This design comes from an exercise in tuning for small area, a short achievable clock period and few clock cycles per item on the open sky130 flow, not from production work.
Function was checked by simulation only, so behaviour that the tests miss may differ from the original.

==> flow/design.v <==
module sha256_core (
    input  wire         clk,
    input  wire         rst,         
    input  wire         in_valid,
    output wire         in_ready,
    input  wire         first,       
    input  wire [511:0] block,
    output reg          out_valid,
    output wire [255:0] digest
);
    localparam [255:0] IV = {32'h6a09e667, 32'hbb67ae85, 32'h3c6ef372, 32'ha54ff53a,
                             32'h510e527f, 32'h9b05688c, 32'h1f83d9ab, 32'h5be0cd19};
    localparam S_IDLE  = 2'd0;
    localparam S_ROUND = 2'd1;
    localparam S_FINAL = 2'd2;
    reg  [1:0]  state;
    reg  [5:0]  round;
    reg  [31:0] a, b, c, d, e, f, g, h;
    reg  [31:0] w [0:15];        
    reg  [255:0] hv;             
    assign in_ready = (state == S_IDLE);
    assign digest   = hv;
    reg [31:0] k_round;
    always @(*) begin
        case (round)
            6'd0: k_round = 32'h428a2f98;
            6'd1: k_round = 32'h71374491;
            6'd2: k_round = 32'hb5c0fbcf;
            6'd3: k_round = 32'he9b5dba5;
            6'd4: k_round = 32'h3956c25b;
            6'd5: k_round = 32'h59f111f1;
            6'd6: k_round = 32'h923f82a4;
            6'd7: k_round = 32'hab1c5ed5;
            6'd8: k_round = 32'hd807aa98;
            6'd9: k_round = 32'h12835b01;
            6'd10: k_round = 32'h243185be;
            6'd11: k_round = 32'h550c7dc3;
            6'd12: k_round = 32'h72be5d74;
            6'd13: k_round = 32'h80deb1fe;
            6'd14: k_round = 32'h9bdc06a7;
            6'd15: k_round = 32'hc19bf174;
            6'd16: k_round = 32'he49b69c1;
            6'd17: k_round = 32'hefbe4786;
            6'd18: k_round = 32'h0fc19dc6;
            6'd19: k_round = 32'h240ca1cc;
            6'd20: k_round = 32'h2de92c6f;
            6'd21: k_round = 32'h4a7484aa;
            6'd22: k_round = 32'h5cb0a9dc;
            6'd23: k_round = 32'h76f988da;
            6'd24: k_round = 32'h983e5152;
            6'd25: k_round = 32'ha831c66d;
            6'd26: k_round = 32'hb00327c8;
            6'd27: k_round = 32'hbf597fc7;
            6'd28: k_round = 32'hc6e00bf3;
            6'd29: k_round = 32'hd5a79147;
            6'd30: k_round = 32'h06ca6351;
            6'd31: k_round = 32'h14292967;
            6'd32: k_round = 32'h27b70a85;
            6'd33: k_round = 32'h2e1b2138;
            6'd34: k_round = 32'h4d2c6dfc;
            6'd35: k_round = 32'h53380d13;
            6'd36: k_round = 32'h650a7354;
            6'd37: k_round = 32'h766a0abb;
            6'd38: k_round = 32'h81c2c92e;
            6'd39: k_round = 32'h92722c85;
            6'd40: k_round = 32'ha2bfe8a1;
            6'd41: k_round = 32'ha81a664b;
            6'd42: k_round = 32'hc24b8b70;
            6'd43: k_round = 32'hc76c51a3;
            6'd44: k_round = 32'hd192e819;
            6'd45: k_round = 32'hd6990624;
            6'd46: k_round = 32'hf40e3585;
            6'd47: k_round = 32'h106aa070;
            6'd48: k_round = 32'h19a4c116;
            6'd49: k_round = 32'h1e376c08;
            6'd50: k_round = 32'h2748774c;
            6'd51: k_round = 32'h34b0bcb5;
            6'd52: k_round = 32'h391c0cb3;
            6'd53: k_round = 32'h4ed8aa4a;
            6'd54: k_round = 32'h5b9cca4f;
            6'd55: k_round = 32'h682e6ff3;
            6'd56: k_round = 32'h748f82ee;
            6'd57: k_round = 32'h78a5636f;
            6'd58: k_round = 32'h84c87814;
            6'd59: k_round = 32'h8cc70208;
            6'd60: k_round = 32'h90befffa;
            6'd61: k_round = 32'ha4506ceb;
            6'd62: k_round = 32'hbef9a3f7;
            6'd63: k_round = 32'hc67178f2;
            default: k_round = 32'h0;
        endcase
    end
    wire [31:0] big_s0 = {a[1:0], a[31:2]} ^ {a[12:0], a[31:13]} ^ {a[21:0], a[31:22]};
    wire [31:0] big_s1 = {e[5:0], e[31:6]} ^ {e[10:0], e[31:11]} ^ {e[24:0], e[31:25]};
    wire [31:0] ch     = (e & f) ^ (~e & g);
    wire [31:0] maj    = (a & b) ^ (a & c) ^ (b & c);
    wire [31:0] t1     = h + big_s1 + ch + k_round + w[0];
    wire [31:0] t2     = big_s0 + maj;
    wire [31:0] sm_s0  = {w[1][6:0], w[1][31:7]} ^ {w[1][17:0], w[1][31:18]} ^ (w[1] >> 3);
    wire [31:0] sm_s1  = {w[14][16:0], w[14][31:17]} ^ {w[14][18:0], w[14][31:19]} ^ (w[14] >> 10);
    wire [31:0] w_new  = sm_s1 + w[9] + sm_s0 + w[0];
    integer i;
    always @(posedge clk) begin
        if (rst) begin
            state     <= S_IDLE;
            out_valid <= 1'b0;
        end else begin
            out_valid <= 1'b0;
            case (state)
                S_IDLE: begin
                    if (in_valid) begin
                        state <= S_ROUND;
                    end
                end
                S_ROUND: begin
                    if (round == 6'd63)
                        state <= S_FINAL;
                end
                S_FINAL: begin
                    state     <= S_IDLE;
                    out_valid <= 1'b1;
                end
                default: state <= S_IDLE;
        endcase
        end
    end
    always @(posedge clk) begin
        case (state)
            S_IDLE: begin
                if (in_valid) begin
                    for (i = 0; i < 16; i = i + 1)
                        w[i] <= block[511-32*i -: 32];
                    if (first) begin
                        hv <= IV;
                        {a, b, c, d, e, f, g, h} <= IV;
                    end else begin
                        {a, b, c, d, e, f, g, h} <= hv;
                    end
                    round <= 6'd0;
                end
            end
            S_ROUND: begin
                h <= g;
                g <= f;
                f <= e;
                e <= d + t1;
                d <= c;
                c <= b;
                b <= a;
                a <= t1 + t2;
                for (i = 0; i < 15; i = i + 1)
                    w[i] <= w[i+1];
                w[15] <= w_new;
                round <= round + 6'd1;
            end
            S_FINAL: begin
                hv <= {hv[255:224] + a, hv[223:192] + b, hv[191:160] + c, hv[159:128] + d,
                       hv[127:96]  + e, hv[95:64]    + f, hv[63:32]    + g, hv[31:0]     + h};
            end
            default: ;
        endcase
    end
endmodule
==> flow/run.sh <==
#!/bin/bash
# synth_recipe.tcl (not shown) runs the flow's synth.tcl, then flattens the netlist and writes it again
# the make line also repeats each setting of config.mk as NAME=value (left out here)
make -C /OpenROAD-flow-scripts/flow DESIGN_CONFIG=/design/flow/config.mk WORK_HOME=/design/flow/orfs CLKGATE_MAP_FILE= SYNTH_SCRIPT=/design/flow/synth_recipe.tcl finish
==> flow/config.mk <==
export PLATFORM = sky130hd
export DESIGN_NAME = sha256_core
export DESIGN_NICKNAME = sha256_core
export VERILOG_FILES = /design/flow/design.v
export SDC_FILE = /design/flow/constraint.sdc
export NUM_CORES = 4
export LEC_CHECK = 0
export CAP_MARGIN = 20
export CORE_MARGIN = 2
export CORE_UTILIZATION = 40
export PLACE_DENSITY = 0.6
export SLEW_MARGIN = 20
==> flow/constraint.sdc <==
create_clock -name core_clock -period 9.0 [get_ports {clk}]
set_input_delay 1.8000 -clock core_clock [delete_from_list [all_inputs] [get_ports {clk}]]
set_output_delay 1.8000 -clock core_clock [all_outputs]
set_load 0.01 [all_outputs]
==> notes.md <==
[registers in the layout, indices dropped and copies added, names as in the netlist]
name       count
d             32
a             32
k_round       32
b             32
f             32
state          2
round          6
e             32
w            512
h             32
hv           256
c             32
out_valid      1
g             32
[layout by cell type, fill, tap and decap left out, types with 53 or more instances in the layout]
master	n
a211oi_1	53
a21o_1	177
a21oi_1	333
a31oi_1	56
clkbuf_16	132
clkdlybuf4s50_1	772
edfxtp_1	1030
fa_1	195
ha_1	386
inv_1	347
nand2_1	2171
nand2b_1	67
nand3_1	71
nand3b_1	123
nor2_1	291
nor3_1	96
o21a_1	59
o21ai_0	441
xnor2_1	374
xor2_1	180
[routing by layer]
metal  GRT usage  vias up
met2      0.4959     2544
met1      0.3928    28700
met3     0.04996      528
li1            -    27170
met5           0        -
met4      0.1670       20
[per-stage QoR]
stage | hold slack [ns] | TNS [ns] | setup WS (ns)
floorplan | 0.4836 | -5448.84 | -5.304
global placement | 0.4893 | 0 | 1.029
detailed placement | 0.4912 | 0 | 0.9711
CTS | 0.5034 | 0 | 0.9696
global route | 0.5157 | 0 | 0.5667
finish | 0.5032 | 0 | 0.8995
[path summary, 6_finish.rpt]
| check | start | to | slack [ns] | cells after the start |
|---|---|---|---|---|
| max reg2reg | e[12] | a[28] | 0.90 | 30 |
| min | w[4][17] | w[3][17] | 0.50 | 2 |
| min reg2reg | w[4][17] | w[3][17] | 0.50 | 2 |
| max | e[12] | a[28] | 0.90 | 30 |
[layout make-up]
| class | instances | area [um2] | share of cell area |
|---|---|---|---|
| multi-input combinational | 5697 | 36520 | 0.4304 |
| clock inverter | 69 | 676.9 | 0.007979 |
| sequential | 1065 | 31630 | 0.3728 |
| clock buffer | 165 | 3467 | 0.04087 |
| tap | 2340 | 2928 | 0.03451 |
| inverter | 349 | 1315 | 0.01550 |
| antenna | 9 | 22.52 | 0.0002655 |
| timing repair buffer | 832 | 8285 | 0.09766 |
[cell families after synthesis]
group / count (synthesis) / share of synthesized area
and+or+nand+nor: 3046 / 0.1826
AOI/OAI and AO/OA: 1451 / 0.1293
DFF: 1065 / 0.4474
buffers and inverters: 725 / 0.03858
adders and majority gates: 607 / 0.1273
xor gates and xnor gates: 554 / 0.06863
muxes: 39 / 0.006194
[worst max-delay path: cells and delay by family, from the launching register on]
family / cells / cell delay [ns]
AO/OA/AOI/OAI: 13 / 2.40
adder cells (fa/ha/maj): 7 / 2.97
flip-flops: 1 / 0.53
AND/OR/NAND/NOR: 5 / 0.79
XOR/XNOR: 3 / 0.97
buffers and inverters: 2 / 0.14
==> impl_metrics.ini <==
[outcome]
status = no timing/DRC/antenna violations

[cts]
cts_buffer_depth = 3
postCtsSetupRepairBufs = 0
numCtsBuffers = 131
ctsHoldBuffers = 0
clk_pin_slew_ns = 0.06
tritoncts = done
clock_latency_ns = 0.82
cts-root-buf = clkbuf_16
h-tree-depth = 4
cts_resized = 0
cts_num_sinks = 1065

[synth]
synth_area_leaders = edfxtp_1, nand2_1, ha_1
ys_seq_area_frac = 0.4474
async_reset_ff_frac = 0
yosys_warnings = 2
netlist.area_leader.share = 0.4375
syn-num-nets = 8587
ys_ff_latch = 1065
ys_types = 86
synthTopCellsByCount = nand2_1, edfxtp_1, o21ai_0, ha_1, xnor2_1
netlist_instances = 7487
synth-edff-count = 1030
syn_area_mm2 = 0.07070
synth_top_area_cell = edfxtp_1
synth.most_common_cell = nand2_1
synthFlopType = edfxtp_1
syn_area_per_cell_um2 = 9.443

[timing]
setup_viol = 0
period_minus_slack_ns = 8.100
period_share = 0.9001
skew_ns = 0.03941
max_freq_mhz = 123.5
slew_headroom = 0.2584
slew_violations = 0
final_hold_viol_count = 0
worst_pin_slew_ns = 1.112
rsz0062_at_grt = no

[place]
numPortBuffers = 773
gp_congestion = 0.9718
dp.cells = 10280
dpl.hpwl_mm = 218.2
dpl_cell_area_mm2 = 0.08067

[critical_path]
critPathKind = reg2reg
slowest_delay_ns = 0.53
cp_slowest_cell = edfxtp_1
arrival_ns = 8.64
critical_path.max_fanout = 6
cp-start-kind = flop
crit_path_end_kind = flop
worst_ep_required_time_ns = 9.54
crit_top_cell = fa_1

[job]
drv_cap = 0

[drt]
firstDrtPassIters = 7
drc = 0
routed_wl_mm = 283.9
wl_met1_mm = 115.0
met3WireLength_mm = 19.25
routed.top_layer = met5
via_per_inst = 5.602
vias = 58970
final_antenna_net_count = 0
dr_wl_met2_mm = 132.5
drt_iter0_drc = 5997
wire_per_inst_um = 26.97

[grt]
grt_remaining_overflow = 0
grt_start_max_net_pins = 219
grt_pass1_vias = 57250
grt_pass1_wl_mm = 400.7
antenna_found_initial = 21
grtUsageTotal = 0.3066

[layout]
final_core_util = 0.4823
nNetsFinal = 9176
fillers = 16660
drive_gt1_frac = 0.04072
final_area_mm2 = 0.08484
stdcell_count = 10530
area_delta_synth_final_pct = 20.00

[worst_hold_path]
hold_class = reg2reg

[die]
core_area_mm2 = 0.1759
initial_utilization = 0.4019
fp.dieW_um = 424.4
dieArea_mm2 = 0.1801
io_pins = 774
die_y_um = 424.4
num_rows = 154
Testbench counts, summed over its fixed seeds: cycles 84,488, items 1,280.

[static timing again, ports no longer ideal]
Ports are ideal in the flow. The routed layout listed here was re-timed in OpenROAD.
Step 1: set_driving_cell puts a clkbuf_16 on clk and a buf_2 on each other input, an assumption about the parent block.
Step 2 times the ports against the registers' clock, not the clock port: input delays grow and output delays shrink by t, the midpoint of the rising clock arrivals with the driver on.
Three values: ideal ports, drivers, drivers and shift; two values: the first two.
t, ns: 0.901
setup WS [ns]: 0.900 / 0.900 / 0.900
worst setup path at the end: register to register
worst slew at a driven data input, ns: 0.13
cell pins on the clock port's net: 1
After both steps this run still meets setup and hold. For this run, drivers alone change the setup slack by 0.000 ns; drivers and shift together by 0.000 ns.
